This is an optimization exercise on Yosys and OpenROAD, whose aim is small area, a short achievable clock period and few clock cycles per item, not a production implementation.
Only simulation tests tie the RTL to the original design; equivalence was not proved.

**design/flow/design.v**
```verilog
module mx_encoder (
    input  wire          clk,
    input  wire          rst,           
    input  wire          in_valid,
    output wire          in_ready,
    input  wire [3:0]    in_fmt,        
    input  wire [1023:0] in_data,       
    output reg           out_valid,
    input  wire          out_ready,
    output reg  [263:0]  out_block      
);
    reg              fmt_ok;
    reg  [1:0]       man_bits;      
    reg  signed [9:0] emin;         
    reg  signed [9:0] emax;         
    reg  [6:0]       max_mag;       
    reg  [3:0]       width;         
    always @(*) begin
        fmt_ok   = 1'b1;
        man_bits = 2'd3; emin = -10'sd6;  emax = 10'sd8;  max_mag = 7'h7E; width = 4'd8;
        case (in_fmt)
            4'h5: begin man_bits = 2'd3; emin = -10'sd6;  emax = 10'sd8;  max_mag = 7'h7E; width = 4'd8; end  
            4'h6: begin man_bits = 2'd2; emin = -10'sd14; emax = 10'sd15; max_mag = 7'h7B; width = 4'd8; end  
            4'h7: begin man_bits = 2'd2; emin = -10'sd2;  emax = 10'sd4;  max_mag = 7'h1F; width = 4'd6; end  
            4'h8: begin man_bits = 2'd3; emin = 10'sd0;   emax = 10'sd2;  max_mag = 7'h1F; width = 4'd6; end  
            4'h9: begin man_bits = 2'd1; emin = 10'sd0;   emax = 10'sd2;  max_mag = 7'h07; width = 4'd4; end  
            default: fmt_ok = 1'b0;
        endcase
    end
    reg        any_special;         
    reg [30:0] amax;
    integer i;
    always @(*) begin
        any_special = 1'b0;
        amax = 31'd0;
        for (i = 0; i < 32; i = i + 1) begin
            if (in_data[32*i+23 +: 8] == 8'hFF)
                any_special = 1'b1;
            if (in_data[32*i +: 31] > amax)
                amax = in_data[32*i +: 31];
        end
    end
    reg signed [9:0] amax_log2;
    integer b;
    always @(*) begin
        if (amax[30:23] != 8'd0) begin
            amax_log2 = $signed({2'b00, amax[30:23]}) - 10'sd127;
        end else begin
            amax_log2 = -10'sd150;
            for (b = 0; b < 23; b = b + 1)
                if (amax[b]) amax_log2 = b - 149;
        end
    end
    wire signed [9:0] x_raw = amax_log2 - emax;
    wire signed [9:0] x     = (x_raw < -10'sd127) ? -10'sd127 : x_raw;
    reg [7:0] scale;
    always @(*) begin
        if (any_special)        scale = 8'hFF;
        else if (amax == 31'd0) scale = 8'h00;
        else                    scale = x[7:0] + 8'd127;
    end
    function [7:0] encode_elem;
        input [31:0]       v;
        input signed [9:0] xs;
        input [1:0]        m;
        input signed [9:0] e_min;
        input [6:0]        mag_max;
        reg        [23:0]  sig;
        reg signed [9:0]   e, ep, under;
        reg        [5:0]   sh;
        reg        [48:0]  wide;
        reg        [23:0]  kept;
        reg                rnd, sticky;
        reg        [5:0]   r;
        reg        [9:0]   mag;
        reg signed [9:0]   efield;
        integer            k;
        begin
            if (v[30:23] != 8'd0) begin
                sig = {1'b1, v[22:0]};
                e   = $signed({2'b00, v[30:23]}) - 10'sd127;
            end else begin
                sig = {1'b0, v[22:0]};
                e   = -10'sd126;
                for (k = 0; k < 23; k = k + 1) begin
                    if (v[k]) begin
                        sig = {1'b0, v[22:0]} << (23 - k);
                        e   = k - 149;
                    end
                end
            end
            ep  = e - xs;
            under = e_min - ep;
            if (under > 10'sd0) begin
                if (under > 10'sd25) sh = 6'd25;
                else                 sh = 6'd23 - {4'd0, m} + under[5:0];
            end else begin
                sh = 6'd23 - {4'd0, m};
            end
            if (sh > 6'd25) sh = 6'd25;
            wide   = {sig, 25'd0} >> sh;
            kept   = wide[48:25];
            rnd    = wide[24];
            sticky = |wide[23:0];
            r      = kept[5:0] + {5'd0, rnd & (sticky | kept[0])};
            efield = (ep > e_min) ? (ep - e_min) : 10'sd0;
            mag    = (efield[9:0] << m) + {4'd0, r};
            if (sig == 24'd0)
                mag = 10'd0;
            if (mag > {3'd0, mag_max})
                mag = {3'd0, mag_max};
            encode_elem = {v[31], mag[6:0]};
        end
    endfunction
    reg [263:0] block;
    reg [7:0]   code;
    always @(*) begin
        block = 264'd0;
        if (fmt_ok) begin
            block[7:0] = scale;
            if (!any_special) begin
                for (i = 0; i < 32; i = i + 1) begin
                    code = encode_elem(in_data[32*i +: 32], x, man_bits, emin, max_mag);
                    case (width)
                        4'd8:    block[8 + 8*i +: 8] = code;
                        4'd6:    block[8 + 6*i +: 6] = {code[7], code[4:0]};
                        default: block[8 + 4*i +: 4] = {code[7], code[2:0]};
                    endcase
                end
            end
        end
    end
    assign in_ready = !out_valid || out_ready;
    wire accept = in_valid && in_ready;
    always @(posedge clk) begin
        if (rst)
            out_valid <= 1'b0;
        else if (accept)
            out_valid <= 1'b1;
        else if (out_ready)
            out_valid <= 1'b0;
    end
    always @(posedge clk) begin
        if (accept)
            out_block <= block;
    end
endmodule
```
**design/flow/run.sh**
```bash
#!/bin/bash
# synth_recipe.tcl (not shown) runs the flow's synth.tcl, then flattens the netlist and writes it again
# the make line also repeats each setting of config.mk as NAME=value (left out here)
make -C /OpenROAD-flow-scripts/flow DESIGN_CONFIG=/design/flow/config.mk WORK_HOME=/design/flow/orfs CLKGATE_MAP_FILE= SYNTH_SCRIPT=/design/flow/synth_recipe.tcl finish
```
**design/flow/config.mk**
```make
export PLATFORM = sky130hd
export DESIGN_NAME = mx_encoder
export DESIGN_NICKNAME = mx_encoder
export VERILOG_FILES = /design/flow/design.v
export SDC_FILE = /design/flow/constraint.sdc
export NUM_CORES = 8
export LEC_CHECK = 0
export CAP_MARGIN = 20
export CORE_MARGIN = 2
export CORE_UTILIZATION = 40
export GPL_TIMING_DRIVEN = 0
export SLEW_MARGIN = 20
```
**design/flow/constraint.sdc**
```tcl
create_clock -name core_clock -period 250.0 [get_ports {clk}]
set_input_delay 50.0000 -clock core_clock [delete_from_list [all_inputs] [get_ports {clk}]]
set_output_delay 50.0000 -clock core_clock [all_outputs]
set_load 0.01 [all_outputs]
```
==> impl_results.md <==
- Clk_skew: 0.06995 ns
- Yosys warnings: 1
- Die Span Y: 793.9 µm
- Synthesized area per cell: about 6.3 µm²
- Worst EP required: 250.37 ns
- Final Worst Setup Slack: between 50 and 60 ns
- WL/cell: 30.08 µm
- Filler Cell Count: a little under 70000
- Synth async-reset ratio: 0%
- Reg clk slew, reported paths: approximately 0.070 ns
- Worst-Skew Late Latency: between 0.7 and 0.8 ns
- Starting Density: 40.09%
- Final setup fails: 0
- I/O pin count: 1298
- Mapped Area: 0.2496 mm²
- Dominant synthesized flop cell: edfxtp_1
- Total vias in the final route: between 300k and 400k
- Final GP Congestion: roughly 1.1
- Netlist cell types: 195
- Detailed Routing Iterations Pass 1: 14
- Core Box Area: roughly 0.62 mm²
- Die area: 0.6303 mm²
- Max Slew Vio Count: 0
- Setup Crit Path Kind: in -> reg
- EDFF count, synth: 264
- Hold WS: 1.529 ns
- Slowest CP cell: o21ai_0
- Dpl ws: about 56 ns
- Max-cap violations: 0
- Antenna violations before repair: 237
- CTS tree: done
- Vias in the first global route: 296600
- Root Buffer: clkbuf_16
- Status: finished clean
- Worst-path fanout max: 21
- Reg2reg path depth: 7
- Register-to-register setup slack: 246.09 ns
- Final wirelength: 1484000 µm
- Crit. End Element: flop
- Max incr delay on CP: 1.02 ns
- First-pass GRT wire length: 2098000 µm
- Final ANT Viol Nets: 0
- # DRC: 0
- GRT Overall Usage: 43.89%
- Final setup TNS: 0 ns
- Hold Path Class: reg -> reg
- Top cell by count, worst path: clkbuf_1
- Crit share post-route: 79.26%
- Die Wd: between 700 and 800 µm
- Fraction of layout instances using a drive strength above 1: ~4.4%
- H-tree levels: 2
- Worst Setup Start Kind: primary input
- Mapped Cells: 39360
- Total CTS buffers: 42
- Worst-Margin Slew: 1.404 ns
- Worst r2r dst: out_block[140]
- DRT iter0 DRCs: 42600
- R2r startpoint: out_valid
- P&R area growth vs syn: 11.50%
- Vias per Instance: 6.642
- CTS Buffer Depth: 3
- FMAX: 5.047 MHz
- Cell count of the worst hold path: 2
- Clock sink count: 265
- Final Critical Period: about 200 ns
- Cell Rows: 290
- Final Hold Vio Count: 0
- RSZ-0062 raised after global routing: false
- Worst hold start: out_valid
- I/O Buffers: 1155
- Seq/Total Area, Yosys: 3.184%
- GRT Residual Overflow: 0
- Placed wire-length estimate after detailed placement: 1223000 µm
- Slew Limit Headroom: 6.066%
- Net count, final: around 44000
- Largest net degree at the start of global routing: 75
- Hold buffer count at CTS: 0
- Setup Fix Bufs, Post-CTS: 0
- CP Data Arrival Time: 198.51 ns
- Hold Path Sink: out_valid
- Post-CTS sizing: 0
- #FFs+latches synth: 265
==> per-layer routing <==
metal	vias to the layer above	track usage, %	wire [µm]
met3	3936	12.22	164300
met2	19290	64.55	604600
met5	-	0.1739	1020
met4	102	31.27	128300
li1	148200	-	-
met1	156200	54.93	586100
==> area by class of cell <==
type | instances | area (µm²) | share of cell area [%]
Tap cell | 8322 | 10410 | 3.741
Multi-Input combinational cell | 33560 | 219900 | 79.00
Buffer | 3765 | 15800 | 5.679
Clock buffer | 46 | 1087 | 0.3907
Timing Repair Buffer | 1338 | 15430 | 5.543
Sequential cell | 265 | 7948 | 2.856
Clock inverter | 31 | 405.4 | 0.1457
Inverter | 1795 | 6782 | 2.437
Antenna cell | 227 | 568.0 | 0.2041
==> flip-flops by register name (all words and copies together), names as in the netlist <==
signal and cells:
out_valid 1, out_block 264
==> logic make-up after synthesis <==
family	count (synthesis)	share of synthesized area, %
muxes	2068	8.649
buffers and inverters	5560	8.957
and+or+nand+nor	12400	22.65
adders and majority gates	2423	12.57
xor gates and xnor gates	1350	4.748
other	1	0.001502
AOI/OAI and AO/OA	15290	39.25
DFF	265	3.184
==> cells in the final DEF, fill, tap and decap left out, types with 133 or more instances in the layout <==
master | Yosys | routed
a21o_1 | 699 | 699
o21a_1 | 154 | 154
nor2b_1 | 434 | 433
clkdlybuf4s50_1 | 1 | 1152
buf_1 | 551 | 521
clkbuf_1 | 3002 | 2905
nor2_1 | 4677 | 4663
mux2i_1 | 1505 | 1505
a221oi_1 | 215 | 214
a31oi_1 | 313 | 313
mux2_2 | 520 | 520
o211ai_1 | 371 | 371
diode_2 | 0 | 227
o22ai_1 | 325 | 320
a22oi_1 | 227 | 226
fa_1 | 161 | 161
edfxtp_1 | 264 | 264
nand3_1 | 691 | 691
o31ai_1 | 200 | 197
nand4_1 | 370 | 370
ha_1 | 2195 | 2195
or2_2 | 133 | 133
o2111ai_1 | 189 | 189
and2_1 | 225 | 224
xnor2_1 | 794 | 794
xor2_1 | 554 | 554
nor3_1 | 896 | 895
a21oi_1 | 5005 | 4987
and3_1 | 403 | 401
nor4_1 | 228 | 227
nand2b_1 | 203 | 200
o21bai_1 | 336 | 336
o21ai_0 | 2630 | 2587
a211oi_1 | 3162 | 3157
inv_1 | 1668 | 1661
nand2_1 | 3490 | 3489
==> worst max-delay path by stage <==
stage | slack [ns] | endpoint | cells after the start | startpoint
after floorplan | 91.78 | out_block[48] | 567 | in_data[15]
after detailed placement | 56.27 | out_block[52] | 560 | in_data[2]
after global routing | 46.16 | out_block[52] | 564 | in_data[2]
after global placement | 46.79 | out_block[162] | 552 | in_data[2]
final | 51.86 | out_block[52] | 562 | in_data[2]
after CTS | 56.59 | out_block[52] | 560 | in_data[2]
==> Yosys cell counts (86+ instances only) <==
cell type,count,share of area [%]
nor2_1,4677,7.0
nand3_1,691,1.4
a211oi_1,3162,9.5
o21ai_1,91,0.18
inv_1,1668,2.5
nand2b_1,203,0.51
ha_1,2195,11
mux2i_1,1505,6.0
a21o_1,699,2.1
nand4_1,370,0.93
nor4_1,228,0.57
o2111ai_1,189,0.66
nor2b_1,434,1.1
or3_1,108,0.27
mux2_2,520,2.3
nand2_1,3490,5.2
o211ai_1,371,1.1
nor3b_1,86,0.26
o21ai_0,2630,5.3
fa_1,161,1.3
edfxtp_1,264,3.2
xnor2_1,794,2.8
o21bai_1,336,1.0
buf_1,551,0.83
clkbuf_1,3002,4.5
o31ai_1,200,0.60
o221ai_1,108,0.38
nor3_1,896,1.8
o21a_1,154,0.46
a221oi_1,215,0.75
a211o_1,123,0.43
and2_1,225,0.56
and3_1,403,1.0
a21oi_1,5005,10
a22oi_1,227,0.68
buf_6,99,0.45
o22ai_1,325,0.81
a31oi_1,313,0.78
xor2_1,554,1.9
or2_2,133,0.33
clkinv_1,103,0.15
==> per-stage QoR <==
stage	util (%)	cell area, µm²	std cells
after floorplan	-	249700	39390
after global placement	43.63	271700	48860
after detailed placement	44.35	276100	49040
after CTS	44.59	277600	49120
after global routing	44.62	277900	49170
final	44.70	278300	49350
==> worst max-delay path, delay by kind of cell <==
kind | cells | cell delay (ns)
compound gates | 187 | 51.98
buf+inv | 134 | 38.92
simple gates | 188 | 37.65
fa+ha+maj | 42 | 14.44
mux | 8 | 3.86
xor+xnor | 3 | 0.98
Testbench counts, summed over its fixed seeds: cycles 3,208, items 3,200.

[what the ideal ports hide]
The flow's constraints put no driver on any port. The routed layout listed below was extracted and timed again, unchanged, in two steps. Step 1 sets driving cells, clkbuf_16 on the clock port and buf_2 on the other inputs (assumed; they add their load-dependent delay and slew). Step 2, shift: input delay + t, output delay - t, t = (earliest + latest rising clock arrival at the registers) / 2. This alone moves slack from input paths to output paths. Three values: ideal ports, drivers, drivers and shift; two values: the first two.
t, ns: 0.871
setup WS [ns]: 51.859 / 51.948 / 51.077
pins driven straight from the clock port: 1
After both steps setup and hold are still met in this run. For this run, drivers alone change the setup slack by +0.089 ns; drivers and shift together by -0.782 ns.
